Background: an optimization exercise with open tools, aiming at small area, a short achievable clock period and few clock cycles per item. Do not read the settings as production practice.

==> trial 92 <==
// kw_unwrap
module kw_unwrap (
    input  wire         clk,
    input  wire         rst,
    input  wire         req_valid,
    output wire         req_ready,
    input  wire         req_kek,
    input  wire         req_long,
    input  wire [319:0] req_data,
    output wire         resp_valid,
    input  wire         resp_ready,
    output wire [255:0] resp_key,
    output wire         resp_ok
);
export LEC_CHECK = 0
export CAP_MARGIN = 40
export CELL_PAD_IN_SITES_DETAIL_PLACEMENT = 1
export CELL_PAD_IN_SITES_GLOBAL_PLACEMENT = 2
export CORE_MARGIN = 2
export CORE_UTILIZATION = 30
export PLACE_DENSITY = 0.5
export SLEW_MARGIN = 40
export SYNTH_HIERARCHICAL = 1
create_clock -name core_clock -period 12.0 [get_ports {clk}]
standard.sh (not shown) runs the stock make flow with config.mk's settings and CLKGATE_MAP_FILE= SYNTH_SCRIPT=/design/flow/synth_recipe.tcl, a recipe that flattens the netlist after the stock synthesis.
==> flow/flow/run.sh <==
#!/bin/bash
set -euo pipefail
MARGIN=${MARGIN:-8}
bash standard.sh SETUP_SLACK_MARGIN=$MARGIN finish > make_finish.log 2>&1
==> inputs of build 11, as changes to trial 92 <==
--- a/flow/design.v
+++ b/flow/design.v
@@ -997,16 +997,20 @@
     reg  [63:0]  x3 [0:1];
     reg  [63:0]  x4 [0:1];
     reg  [4:0]   tc [0:1];   
     reg          lng  [0:1];
     reg          run  [0:1];   
     reg          park [0:1];   
     reg          okc  [0:1];
     reg          old;        
+    reg  [127:0] sbuf;
+    reg          sok;
+    reg          sv;         
+    reg          spre;       
     reg  [255:0] out_key;
     reg          out_ok, out_pend, out_valid;
     reg          out_free;   
     wire [127:0] rk   = kwin[255:128];
     wire [127:0] rk14 = klast[127:0];
     wire         grun = (gst == G_RUN);
     wire         cb   = ~ph;                  
     wire         bnd  = (m == 4'd0);          
@@ -1059,21 +1063,24 @@
         end
     endgenerate
     wire [63:0] b_hi = ark[127:64];
     wire [63:0] b_lo = ark[63:0];
     wire        b_ok = (b_hi == IV);
     wire        bnd_b      = grun && bnd;     
     wire        run_b      = run[cb];
     wire        last_b     = (tc[cb] == 5'd1);
-    wire        fin_direct = bnd_b && run_b && last_b && (old == cb) && out_free;
-    wire        fin_park   = bnd_b && run_b && last_b && !fin_direct;
+    wire        s_first    = sv && !spre;     
+    wire        sout       = s_first && out_free;
+    wire        fin_direct = bnd_b && run_b && last_b && (old == cb) && out_free && !s_first;
+    wire        sfill      = bnd_b && run_b && last_b && !fin_direct && !lng[cb] && !sv;
+    wire        fin_park   = bnd_b && run_b && last_b && !fin_direct && !sfill;
     wire        cont       = bnd_b && run_b && !last_b;
-    wire        unpark0    = park[0] && !old && out_free;
-    wire        unpark1    = park[1] &&  old && out_free;
+    wire        unpark0    = park[0] && !old && out_free && !s_first;
+    wire        unpark1    = park[1] &&  old && out_free && !s_first;
     wire        acc        = rdy && !kek_q && req_valid;
     wire        kek_acc    = rdy &&  kek_q && req_valid;
     wire        acc_d      = rdy && !kek_q;
     wire        kek_d      = rdy &&  kek_q;
     wire        has_o      = cb ? (run[0] || park[0]) : (run[1] || park[1]);
     wire [63:0]  head      = lng[cb] ? x1[cb] : x3[cb];
     wire [4:0]   t_nx      = tc[cb] - 5'd1;
     wire [4:0]   t_first   = long_q ? 5'd24 : 5'd12;
@@ -1082,17 +1089,17 @@
                                   : {req_data[319:256] ^ {59'd0, t_first}, c_n};
     reg  [1:0]  gst_n;
     reg         ph_n, kph_n;
     reg  [3:0]  m_n;
     reg  [5:0]  kidx_n;
     reg         run_n [0:1];
     reg         park_n [0:1];
     reg  [4:0]  tc_n [0:1];
-    reg         old_n;
+    reg         old_n, sv_n, spre_n;
     integer     c;
     always @(*) begin
         gst_n  = gst;
         ph_n   = ph;
         m_n    = m;
         kph_n  = kph;
         kidx_n = kidx;
         case (gst)
@@ -1144,52 +1151,69 @@
         if (acc && !has_o)
             old_n = cb;
         else if (fin_direct)
             old_n = ~cb;
         else if (unpark0)
             old_n = 1'b1;
         else if (unpark1)
             old_n = 1'b0;
+        else if (sfill && old == cb)
+            old_n = ~cb;
+        sv_n   = sv;
+        spre_n = spre;
+        if (sfill) begin
+            sv_n   = 1'b1;
+            spre_n = (old != cb);
+        end else if (sout) begin
+            sv_n   = 1'b0;
+        end
+        if (fin_direct || unpark0 || unpark1)
+            spre_n = 1'b0;
+        if (rst)
+            sv_n = 1'b0;
         if (rst) begin
             gst_n     = G_RUN;
             ph_n      = 1'b1;
             m_n       = 4'd0;
             run_n[0]  = 1'b0;
             run_n[1]  = 1'b0;
             park_n[0] = 1'b0;
             park_n[1] = 1'b0;
         end
     end
-    wire out_pend_n  = !rst && (fin_direct || unpark0 || unpark1);
+    wire out_pend_n  = !rst && (fin_direct || unpark0 || unpark1 || sout);
     wire out_valid_n = !rst && (out_pend || (out_valid && !resp_ready));
     wire out_free_n  = !(out_pend_n || out_pend || out_valid);
     wire v_q_n       = !rst && req_valid && !rdy;
     wire cb_n     = ~ph_n;
     wire grun_n   = (gst_n == G_RUN);
     wire bnd_n    = grun_n && (m_n == 4'd0);
-    wire old_is_n = (old_n == cb_n);
+    wire old_is_n = (old_n == cb_n) && !(sv_n && !spre_n);
+    wire last_n   = bnd_n && run_n[cb_n] && (tc_n[cb_n] == 5'd1);
     wire free_n   = (!run_n[cb_n] && (!park_n[cb_n] || (old_is_n && out_free_n))) ||
-                    (bnd_n && run_n[cb_n] && (tc_n[cb_n] == 5'd1) && old_is_n && out_free_n);
+                    (last_n && ((old_is_n && out_free_n) || (!lng[cb_n] && !sv_n)));
     wire rdy_n    = !rst && v_q_n && grun_n &&
                     (req_kek ? (!run_n[0] && !park_n[0] && !run_n[1] && !park_n[1])
                              : (bnd_n && free_n));
     always @(posedge clk) begin
         gst      <= gst_n;
         ph       <= ph_n;
         m        <= m_n;
         kph      <= kph_n;
         kidx     <= kidx_n;
         run[0]   <= run_n[0];
         run[1]   <= run_n[1];
         park[0]  <= park_n[0];
         park[1]  <= park_n[1];
         tc[0]    <= tc_n[0];
         tc[1]    <= tc_n[1];
         old      <= old_n;
+        sv       <= sv_n;
+        spre     <= spre_n;
         out_pend  <= out_pend_n;
         out_valid <= out_valid_n;
         out_free  <= out_free_n;
         v_q      <= v_q_n;
         kek_q    <= req_kek;
         long_q   <= req_long;
         rdy      <= rdy_n;
     end
@@ -1221,16 +1245,22 @@
     end
     always @(posedge clk) begin
         sb <= sb_next;
         if (!bnd)
             sa <= imc;
         else
             sa <= blk_raw ^ rk14;
     end
+    always @(posedge clk) begin
+        if (sfill) begin
+            sbuf <= {b_lo, x3[cb]};
+            sok  <= b_ok;
+        end
+    end
     generate
         for (g = 0; g < 2; g = g + 1) begin : g_ctx
             wire here = (cb == g);
             always @(posedge clk) begin
                 if (here && cont) begin
                     x3[g] <= b_lo;
                     if (lng[g]) begin
                         x1[g] <= x2[g];
@@ -1254,16 +1284,19 @@
             out_key <= {b_lo, x3[cb], x2[cb], x1[cb]};
             out_ok  <= b_ok;
         end else if (unpark0) begin
             out_key <= {x4[0], x3[0], x2[0], x1[0]};
             out_ok  <= okc[0];
         end else if (unpark1) begin
             out_key <= {x4[1], x3[1], x2[1], x1[1]};
             out_ok  <= okc[1];
+        end else if (sout) begin
+            out_key <= {sbuf, 128'd0};
+            out_ok  <= sok;
         end else if (out_pend && !out_ok) begin
             out_key <= 256'd0;
         end
     end
     assign req_ready  = rdy;
     assign resp_valid = out_valid;
     assign resp_ok    = out_ok;
     assign resp_key   = out_key;
==> flow/flow/run.sh (replaced) <==
#!/bin/bash
set -euo pipefail
MARGIN=${MARGIN:-9}
bash standard.sh SETUP_SLACK_MARGIN=$MARGIN finish > make_finish.log 2>&1
==> summary of the runs <==
In trial 92 the wire length is lower than in build 11, by 22%. Build 11 finished with timing, DRC and antenna clean. Trial 92 completed without violations. In trial 92 the synthesized cell count is smaller than in build 11, by 3.3%. Between trial 92 and build 11, the lower register-to-register slack is in trial 92 (gap 0.45 ns). Sequential share of layout area: build 11 is lower than trial 92 (6.3 points). Between trial 92 and build 11, the lower worst setup slack is in build 11 (gap 0.25 ns). Of build 11 and trial 92, build 11 has the higher via count (gap 18%, measured against trial 92).
==> figures <==
quantity	build 11	trial 92
Util after Layout	44.6%	35.5%
Post-synth EDFFs	1415	1286
Routed met2 length	321000 microns	248000 microns
Status	complete, no violations	complete, no violations
Tightest Pin Transition	0.983 ns	1.11 ns
Period Utilization, post-route	36.2%	34.1%
Fraction of final layout cells sized beyond drive strength 1	40.5%	14.5%
Fraction of the mapped netlist area in compound gates	9.71%	10.1%
Skew final	0.0881 ns	0.0666 ns
Sequential fraction of total cell area	31.4%	37.7%
Via count of the first global-routing pass	96.5k	82.6k
Total clock sinks	1948	1817
Total global routing track utilization	33.5%	28.0%
Sequential cell area	53900 sq um	49300 sq um
Final Hold Slack	0.476 ns	0.483 ns
RR Startpoint	kwin[151]	sb[70]
Function was not checked in any run of this note: the RTL went through the layout flow alone.

[port drivers added, routing unchanged]
In the flow no input, the clock included, has a driving cell. The finished layouts below were timed again as built, in two steps. Step 1, drivers: a clkbuf_16 drives clk and a buf_2 each remaining input, both assumed. Step 2 moves the port delays by t, midway between the first and last clock arrival at a register: inputs arrive t later, outputs are due t later. That takes back most of the time a late clock gives input paths. Three values: ideal, step 1, step 2; two values: the first two.
| run | t, ns | slack for setup (ns) | worst data-port slew with drivers (ns) | cell pins on the clock port's net |
|---|---|---|---|---|
| trial 92 | 1.055 | 7.912 / 7.788 / 7.213 | 0.12 | 1 |
| build 11 | 1.073 | 7.658 / 7.533 / 7.480 | 0.31 | 1 |
After both steps every run listed still meets setup and hold. For trial 92, which loses most, drivers alone change the setup slack by -0.124 ns; drivers and shift together by -0.699 ns.
